What follows belongs to an exercise in optimizing a design on an open flow for small area, a short achievable clock period and few clock cycles per item; a production flow would make more cautious choices. In this exercise RTL edits were held to simulation tests only and were not proved equivalent to the original.

==> design.v <==
module flow_steer (
    input  wire         clk,
    input  wire         rst,
    input  wire         in_valid,
    output reg          in_ready,
    input  wire [31:0]  in_seed,
    input  wire [4:0]   in_hash_sel,     
    input  wire         in_mode,         
    input  wire [7:0]   in_aff_mask,
    input  wire [7:0]   in_online_mask,
    input  wire         in_tunnel,
    input  wire [23:0]  in_vni,
    input  wire         o_has_mac,
    input  wire [95:0]  o_mac,
    input  wire         o_has_ip,
    input  wire         o_v6,
    input  wire [127:0] o_src,
    input  wire [127:0] o_dst,
    input  wire [7:0]   o_proto,
    input  wire         o_has_ports,
    input  wire [31:0]  o_ports,
    input  wire         o_frag,
    input  wire         i_has_mac,
    input  wire [95:0]  i_mac,
    input  wire         i_has_ip,
    input  wire         i_v6,
    input  wire [127:0] i_src,
    input  wire [127:0] i_dst,
    input  wire [7:0]   i_proto,
    input  wire         i_has_ports,
    input  wire [31:0]  i_ports,
    input  wire         i_frag,
    output reg          out_valid,
    input  wire         out_ready,
    output reg  [31:0]  out_hash,
    output reg  [2:0]   out_region,
    output reg          out_drop
);
    localparam K_TAIL = 3'd0;
    localparam K_SLO  = 3'd1;    
    localparam K_DHI  = 3'd2;    
    localparam K_DLO  = 3'd3;    
    localparam K_MLO  = 3'd4;    
    wire        c_inner   = in_hash_sel[3] & in_tunnel;
    wire        c_has_ip  = c_inner ? i_has_ip : o_has_ip;
    wire        c_has_mac = c_inner ? i_has_mac : o_has_mac;
    wire        c_v6      = c_inner ? i_v6 : o_v6;
    wire        c_hports  = c_inner ? (i_has_ports & ~i_frag) : (o_has_ports & ~o_frag);
    wire        c_addr    = c_has_ip & in_hash_sel[0];
    wire        c_p       = c_has_ip & in_hash_sel[1];
    wire        c_q       = c_has_ip & in_hash_sel[2] & c_hports;
    wire        c_v       = c_has_ip & in_hash_sel[4] & in_tunnel;
    wire        c_tail    = c_p | c_q | c_v;
    wire        c_first   = c_addr | (~c_has_ip & c_has_mac);
    reg  [2:0]  c_nch;
    always @(*) begin
        if (!c_has_ip)      c_nch = c_has_mac ? 3'd2 : 3'd1;
        else if (!c_addr)   c_nch = 3'd1;
        else if (c_v6)      c_nch = c_tail ? 3'd5 : 3'd4;
        else                c_nch = c_tail ? 3'd2 : 3'd1;
    end
    wire [7:0]  c_cand0   = in_aff_mask & in_online_mask;
    wire [7:0]  c_cand    = in_mode ? (c_cand0 & (~c_cand0 + 8'd1)) : c_cand0;
    reg         known;           
    reg  [2:0]  ph;              
    reg  [2:0]  r_nch;
    reg         r_first, r_inner, r_v6, r_addr, r_ismac, r_p, r_q, r_v;
    reg  [7:0]  r_cand;
    reg  [31:0] seedr;
    wire        inner = known ? r_inner : c_inner;
    wire [127:0] L_src   = inner ? i_src   : o_src;
    wire [127:0] L_dst   = inner ? i_dst   : o_dst;
    wire [95:0]  L_mac   = inner ? i_mac   : o_mac;
    wire [7:0]   L_proto = inner ? i_proto : o_proto;
    wire [31:0]  L_ports = inner ? i_ports : o_ports;
    reg  [63:0] tailw;
    reg  [3:0]  tailk;
    always @(*) begin
        tailw = 64'd0;
        tailk = {3'd0, r_p} + {1'b0, r_q, 2'b00} + (r_v ? 4'd3 : 4'd0);
        if (r_v) tailw[63:40] = {in_vni[7:0], in_vni[15:8], in_vni[23:16]};
        if (r_q) begin
            if (r_v) tailw[39:8]  = {L_ports[7:0], L_ports[15:8], L_ports[23:16], L_ports[31:24]};
            else     tailw[63:32] = {L_ports[7:0], L_ports[15:8], L_ports[23:16], L_ports[31:24]};
        end
        if (r_p) case ({r_v, r_q})
            2'b00: tailw[63:56] = L_proto;
            2'b01: tailw[31:24] = L_proto;
            2'b10: tailw[39:32] = L_proto;
            2'b11: tailw[7:0]   = L_proto;
        endcase
    end
    function [63:0] bswap64;
        input [63:0] x;
        integer i;
        for (i = 0; i < 8; i = i + 1) bswap64[8*i +: 8] = x[63-8*i -: 8];
    endfunction
    reg  [2:0]  kind;
    always @(*) begin
        kind = K_TAIL;
        if (r_ismac)     kind = K_MLO;
        else if (r_addr && r_v6) case (ph)
            3'd1: kind = K_SLO;
            3'd2: kind = K_DHI;
            3'd3: kind = K_DLO;
            default: kind = K_TAIL;
        endcase
    end
    reg  [63:0] fwin;
    reg  [3:0]  fk;
    always @(*) begin
        if (!known || (ph == 3'd0 && r_first)) begin
            fk = 4'd8;
            if (!c_has_ip)   fwin = bswap64(L_mac[95:32]);
            else if (c_v6)   fwin = bswap64(L_src[127:64]);
            else             fwin = bswap64({L_src[31:0], L_dst[31:0]});
        end else case (kind)
            K_SLO:   begin fwin = bswap64(L_src[63:0]);   fk = 4'd8; end
            K_DHI:   begin fwin = bswap64(L_dst[127:64]); fk = 4'd8; end
            K_DLO:   begin fwin = bswap64(L_dst[63:0]);   fk = 4'd8; end
            K_MLO:   begin fwin = bswap64({32'd0, L_mac[31:0]}); fk = 4'd4; end
            default: begin fwin = tailw; fk = tailk; end
        endcase
    end
    reg  [63:0] win;
    reg  [3:0]  wk;
    reg         wv, wfirst, wlast;
    reg  [31:0] c;
    reg         cdone;
    reg  [7:0]  bcand;
    wire        b_go = wv & ~cdone;
    function [31:0] crc64;
        input [63:0] x;
        integer i, j;
        reg [31:0] s;
        begin
            s = 32'd0;
            for (i = 0; i < 8; i = i + 1) begin
                s = s ^ {24'd0, x[8*i +: 8]};
                for (j = 0; j < 8; j = j + 1)
                    s = s[0] ? ((s >> 1) ^ 32'h82F63B78) : (s >> 1);
            end
            crc64 = s;
        end
    endfunction
    wire [31:0] cin = wfirst ? seedr : c;
    reg  [63:0] inj;
    reg  [31:0] ovh;
    always @(*) begin
        inj = ({32'd0, cin} << (8 * (8 - wk)));
        ovh = (wk < 4'd4) ? (cin >> (8 * wk)) : 32'd0;
    end
    wire [31:0] b_out = crc64(win ^ inj) ^ ovh;
    reg         hocc, hv;
    reg  [7:0]  ocand;
    reg  [1:0]  inflight;
    wire        take   = out_valid & out_ready;
    wire        h_free = ~hocc | take;
    wire        b_done = b_go & wlast;
    wire [7:0]  cur_cand = wfirst ? r_cand : bcand;
    wire        has_next = known ? (ph < r_nch) : c_first;
    wire        wfree    = ~wv | b_go;
    wire [2:0]  ph_c     = known ? ph : 3'd0;
    wire [2:0]  nch_c    = known ? r_nch : c_nch;
    wire        fetch    = in_valid & has_next & wfree & ((ph_c + 3'd1 < nch_c) | in_ready);
    wire        acc      = in_valid & in_ready;
    wire [2:0]  ph_n     = known ? ph + {2'd0, fetch} : {2'd0, fetch};
    wire [2:0]  nch_n    = known ? r_nch : c_nch;
    wire        cdone_n  = cdone ? ~h_free : (b_done & ~h_free);
    wire        wv_n     = fetch | (wv & ~b_go);
    wire [1:0]  infl_n   = inflight + {1'b0, acc} - {1'b0, take};
    function [1:0] mod3;
        input [31:0] h;
        integer i;
        reg [5:0] s;
        reg [3:0] t;
        begin
            s = 6'd0;
            for (i = 0; i < 16; i = i + 1) s = s + {4'd0, h[2*i +: 2]};
            t = {2'd0, s[5:4]} + {2'd0, s[3:2]} + {2'd0, s[1:0]};
            case (t)
                4'd0, 4'd3, 4'd6, 4'd9: mod3 = 2'd0;
                4'd1, 4'd4, 4'd7:       mod3 = 2'd1;
                default:                mod3 = 2'd2;
            endcase
        end
    endfunction
    function [2:0] mod5;
        input [31:0] h;
        integer i;
        reg [6:0] s;
        reg [4:0] t;
        begin
            s = 7'd0;
            for (i = 0; i < 8; i = i + 1) s = s + {3'd0, h[4*i +: 4]};
            t = {2'd0, s[6:4]} + {1'd0, s[3:0]};    
            mod5 = t % 5;
        end
    endfunction
    function [2:0] mod7;
        input [31:0] h;
        integer i;
        reg [6:0] s;
        reg [4:0] t;
        begin
            s = {5'd0, h[31:30]};
            for (i = 0; i < 10; i = i + 1) s = s + {4'd0, h[3*i +: 3]};
            t = {4'd0, s[6]} + {2'd0, s[5:3]} + {2'd0, s[2:0]};   
            mod7 = t % 7;
        end
    endfunction
    reg  [3:0]  n;
    reg  [2:0]  kk, pick;
    reg  [3:0]  seen;
    reg         found;
    integer     j;
    always @(*) begin
        n = 4'd0;
        for (j = 0; j < 8; j = j + 1) n = n + {3'd0, ocand[j]};
        case (n)
            4'd2: kk = {2'd0, out_hash[0]};
            4'd3: kk = {1'b0, mod3(out_hash)};
            4'd4: kk = {1'b0, out_hash[1:0]};
            4'd5: kk = mod5(out_hash);
            4'd6: kk = (mod3(out_hash) == 2'd0) ? {2'd0, out_hash[0]} * 3'd3 :
                       (mod3(out_hash) == 2'd1) ? (out_hash[0] ? 3'd1 : 3'd4) :
                                                  (out_hash[0] ? 3'd5 : 3'd2);
            4'd7: kk = mod7(out_hash);
            4'd8: kk = out_hash[2:0];
            default: kk = 3'd0;
        endcase
        seen  = 4'd0;
        pick  = 3'd0;
        found = 1'b0;
        for (j = 0; j < 8; j = j + 1) begin
            if (ocand[j] && !found) begin
                if (seen[2:0] == kk) begin
                    pick  = j[2:0];
                    found = 1'b1;
                end
                seen = seen + 4'd1;
            end
        end
    end
    always @(posedge clk) begin
        if (rst) begin
            known     <= 1'b0;
            ph        <= 3'd0;
            in_ready  <= 1'b0;
            wv        <= 1'b0;
            cdone     <= 1'b0;
            hocc      <= 1'b0;
            hv        <= 1'b0;
            out_valid <= 1'b0;
            inflight  <= 2'd0;
        end else begin
            if (acc) begin
                known <= 1'b0;
                ph    <= 3'd0;
            end else if (in_valid) begin
                known <= 1'b1;
                ph    <= ph_n;
            end
            if (in_valid & ~known) begin
                r_nch   <= c_nch;
                r_first <= c_first;
                r_inner <= c_inner;
                r_v6    <= c_v6;
                r_addr  <= c_addr;
                r_ismac <= ~c_has_ip & c_has_mac;
                r_p     <= c_p;
                r_q     <= c_q;
                r_v     <= c_v;
                r_cand  <= c_cand;
                seedr   <= in_seed;
            end
            in_ready <= in_valid & ~acc & (ph_n >= nch_n - 3'd1) &
                        ~cdone_n & (infl_n < 2'd2) &
                        ((ph_n == nch_n) | ~wv_n | ~cdone_n);
            inflight <= infl_n;
            if (fetch) begin
                win    <= fwin;
                wk     <= fk;
                wfirst <= ph_c == 3'd0;
                wlast  <= ph_n == nch_n;
            end
            wv <= wv_n;
            if (b_go) begin
                c <= b_out;
                if (wfirst) bcand <= r_cand;
            end
            if (b_done & ~h_free) cdone <= 1'b1;
            else if (cdone & h_free) cdone <= 1'b0;
            if (b_done & h_free) begin
                out_hash <= ~b_out;
                ocand    <= cur_cand;
            end else if (cdone & h_free) begin
                out_hash <= ~c;
                ocand    <= bcand;
            end
            if ((b_done | cdone) & h_free) begin
                hocc <= 1'b1;
                hv   <= 1'b1;
            end else if (take) begin
                hocc <= 1'b0;
            end
            if (take) out_valid <= 1'b0;
            if (hv) begin
                hv         <= 1'b0;
                out_valid  <= 1'b1;
                out_drop   <= (ocand == 8'd0);
                out_region <= pick;
            end
        end
    end
endmodule
==> run.sh <==
#!/bin/bash
# synth_recipe.tcl (not shown) runs the flow's synth.tcl, then flattens the netlist and writes it again
# the make line also repeats each setting of config.mk as NAME=value (left out here)
make -C /OpenROAD-flow-scripts/flow DESIGN_CONFIG=/design/flow/config.mk WORK_HOME=/design/flow/orfs CLKGATE_MAP_FILE= SYNTH_SCRIPT=/design/flow/synth_recipe.tcl finish
==> config.mk <==
export PLATFORM = sky130hd
export DESIGN_NAME = flow_steer
export DESIGN_NICKNAME = flow_steer
export VERILOG_FILES = /design/flow/design.v
export SDC_FILE = /design/flow/constraint.sdc
export NUM_CORES = 4
export LEC_CHECK = 0
export CAP_MARGIN = 20
export CORE_AREA = 5 5 415 415
export DIE_AREA = 0 0 420 420
export SLEW_MARGIN = 20
==> constraint.sdc <==
create_clock -name core_clock -period 10.0 [get_ports {clk}]
set_input_delay 2.0000 -clock core_clock [delete_from_list [all_inputs] [get_ports {clk}]]
set_output_delay 2.0000 -clock core_clock [all_outputs]
set_load 0.01 [all_outputs]
==> qor.txt <==
Share of layout cells above drive strength 1 = 0.1901
Main combinational cell family by area after synthesis = XOR/XNOR gates
IO Port Bufs = 914
HPWL after DPL = 197.3 mm
Number of flops mapped to enable cells by yosys = 205
Placement Rows = 150
Die width = 420 um
Final hold slack = 449.7 ps
IO Pins = 915
Compound-Gate Fraction of Synth Area = 0.1415
Synth top cells by count = 492 x nand2_1, 436 x xnor2_1, 223 x mux2i_1, 209 x nor2_1, 205 x edfxtp_1
WL final = 226.2 mm
Startpoint types = register
Max_cap viols = 0
RD Place Congestion = 1.002
GRT Util Overall = 0.2456
Period utilization = 1.120
Synth Area in Adders = 0.07560
Top_reg_cell synth = edfxtp_1
Vias in the first global route = 35,210
Number of fill cells in the layout = 17,640
Die area = 0.1764 mm^2
Final setup margin = -1200 ps
Via/cell ratio = 4.788
Area leader, netlist = edfxtp_1
Fmax = 89.29 MHz
Layout area overhead = 52.71%
Remaining antenna violation count = 0
Drt wl/cell = 31.54 um
Synth unique cells = 87
Clk latency of the worst-skew pair = 620 ps
Final net count = 5,915
Pin count of the biggest net entering global routing = 109
Worst-path clk slew = 70 ps
Final min period = 11,200 ps
Critical Setup Path Class = register to register
Post-synthesis cell count = 3,553
CP max stage cell = fa_1
Synthesized area per cell = 9.466 um^2
Xor/xnor share of the synthesized area = 0.3366
Post-synthesis mux area share = 0.09516
1st-iter DRT viols = 3,176
Ys async rst share = 0
Fin util = 0.3071
Final-report hold violation count = 0
Remaining Overflow, GRT = 0
Outcome = complete, but fails checks
Starting Density = 0.2011
Ys Warns = 1
Setup Skew = 38.15 ps
RSZ-0062 raised after global routing = true
Fin. max-slew vios = 0
CTS tree = yes
Synth area leaders = edfxtp_1 18%, xnor3_1 12%, xnor2_1 11%
Setup-failing EPs final = 3
Cell with the most instances after synthesis = nand2_1
CP endpoint kind = register
DR vias = 34,330
Required @ worst endpoint = 10,440 ps
Simple-gate share of the synthesized area = 0.1180
Crit path max fanout = 4
Residual DRC = 0
Root Driver = clkbuf_16
Antenna violations before repair = 102
CP dominant cell by count = buf_4
DP Area = 0.04932 mm^2
Netlist Area Pre-Place = 0.03363 mm^2
SO Viols = negative setup slack
Worst min path class = register to register
Tightest Pin Transition = 1153 ps
Synth Register Bits = 217
TritonCTS Buffers = 30
DR pass1 iterations = 7
Clock sink count = 217
CP arrival = 11,640 ps
Die Ht = 420 um
Worst slew margin = 0.2096
Fin area = 0.05136 mm^2
Crit-path max cell delay = 550 ps
First-pass GRT wire length = 298.5 mm
Seq/Total Area, Yosys = 0.1902
Synth top area share = 0.1830
CTS Buffer Depth = 3
Net Count, Synth = 4,584
Core footprint = 0.1672 mm^2
Htree depth = 1
==> registers in the layout, indices dropped and copies added (netlist names), 2 cells and up <==
signal	count
r_nch	3
inflight	2
seedr	32
bcand	8
wk	4
r_cand	8
win	64
ph	3
out_region	3
ocand	8
out_hash	32
c	32
==> cells by family after synthesis <==
| kind of cell | count (synthesis) |
|---|---|
| AND/OR/NAND/NOR | 927 |
| AO/OA/AOI/OAI | 725 |
| buffers and inverters | 373 |
| flip-flops | 217 |
| multiplexers | 296 |
| adder cells (fa/ha/maj) | 154 |
| XOR/XNOR | 861 |
==> through the flow <==
stage               cells  worst slack, ps  setup TNS, ps
floorplan            3553            -1006          -2862
global placement     6993           -973.3          -2783
detailed placement   6993            -1267          -3656
CTS                  7091           -807.8          -2385
global route         7159            -1577          -4784
finish               7171            -1200          -3453
==> worst paths after layout <==
kind	slack (ps)	from	to	depth (start not counted)
max	-1200	out_hash[3]	out_region[0]	60
min	450	hv	hv	1
max reg2reg	-1200	out_hash[3]	out_region[0]	60
min reg2reg	450	hv	hv	1
==> final cells by class <==
cell class                 instances  area, um^2  area share
antenna                           59       147.6    0.002875
tap                             2204        2758     0.05369
sequential                       217        6396      0.1245
multi-input combinational       2963       26570      0.5174
clock inverter                    24       282.8    0.005506
clock buffer                      32       758.2     0.01476
timing repair buffer            1523       13880      0.2703
inverter                         149       560.5     0.01091
==> routing by layer <==
metal | up-vias | GRT usage | routed length (um)
li1 | 15400 | - | -
met5 | - | 0 | 212
met2 | 1540 | 0.4285 | 111700
met4 | 36 | 0.1641 | 18280
met3 | 405 | 0.04234 | 12950
met1 | 16950 | 0.2740 | 82970
==> layout by cell type, fill, tap and decap left out, types with 14 or more instances in the layout <==
cell,synthesis,final
fa_1,82,79
nor2_1,209,200
ha_1,72,59
o31ai_1,48,47
clkdlybuf4s50_1,0,914
xnor2_1,436,422
a21oi_1,179,172
edfxtp_1,205,205
inv_1,144,138
o22ai_1,69,67
xnor3_1,183,177
mux2i_1,223,220
a222oi_1,14,14
o21ai_0,146,134
nand2_1,492,488
xor2_1,143,136
nand3_1,87,86
xnor3_2,19,25
buf_4,4,594
nor2b_1,15,14
xor3_1,33,32
a21o_1,19,19
and2_1,19,18
clkbuf_16,0,30
o311ai_0,27,23
nor3_1,31,25
diode_2,0,59
nand2b_1,18,17
a221oi_1,60,60
xnor2_2,30,41
a31oi_1,31,31
a211oi_1,19,18
mux2_2,60,57
==> repair_timing <==
item | 4_1_cts | 5_1_grt
buffers inserted | 42 | 22
cloned | 0 | 0
hold buffers | 0 | 0
pin swaps | 33 | 54
resized for setup | 31 | 45
endpoints found under the setup margin | 3 | 28
==> critical path: cells and delay by family, from the launching register on <==
kind	cells	cell delay, ps
flip-flops	1	360
adder cells (fa/ha/maj)	9	3460
AND/OR/NAND/NOR	8	1170
AO/OA/AOI/OAI	8	1810
XOR/XNOR	2	320
buffers and inverters	33	3940
Testbench counts, summed over its fixed seeds: cycles 8,206, items 3,200.

==> what the ideal ports hide <==
Ports are ideal in the flow. The routed layout listed here was re-timed in OpenROAD. Step 1 assumes that a clkbuf_16 drives the clock port and a buf_2 every other input. Step 2 adds t to the input delays and takes it off the output delays; t is the mean of the earliest and latest rising clock arrival at the registers after step 1. Input paths then give back, and output paths get back, about the clock's delay inside the block. Three values: no drivers, after step 1, after step 2; two values: the first two.
t, ns: 0.678
setup slack, ns: -1.200 / -1.200 / -1.200
clock arrival spread, ns: 0.038 / 0.038
worst register clock-pin slew, ns: 0.07 / 0.07
pins driven straight from the clock port: 1
For this run, drivers alone change the setup slack by 0.000 ns; drivers and shift together by 0.000 ns.
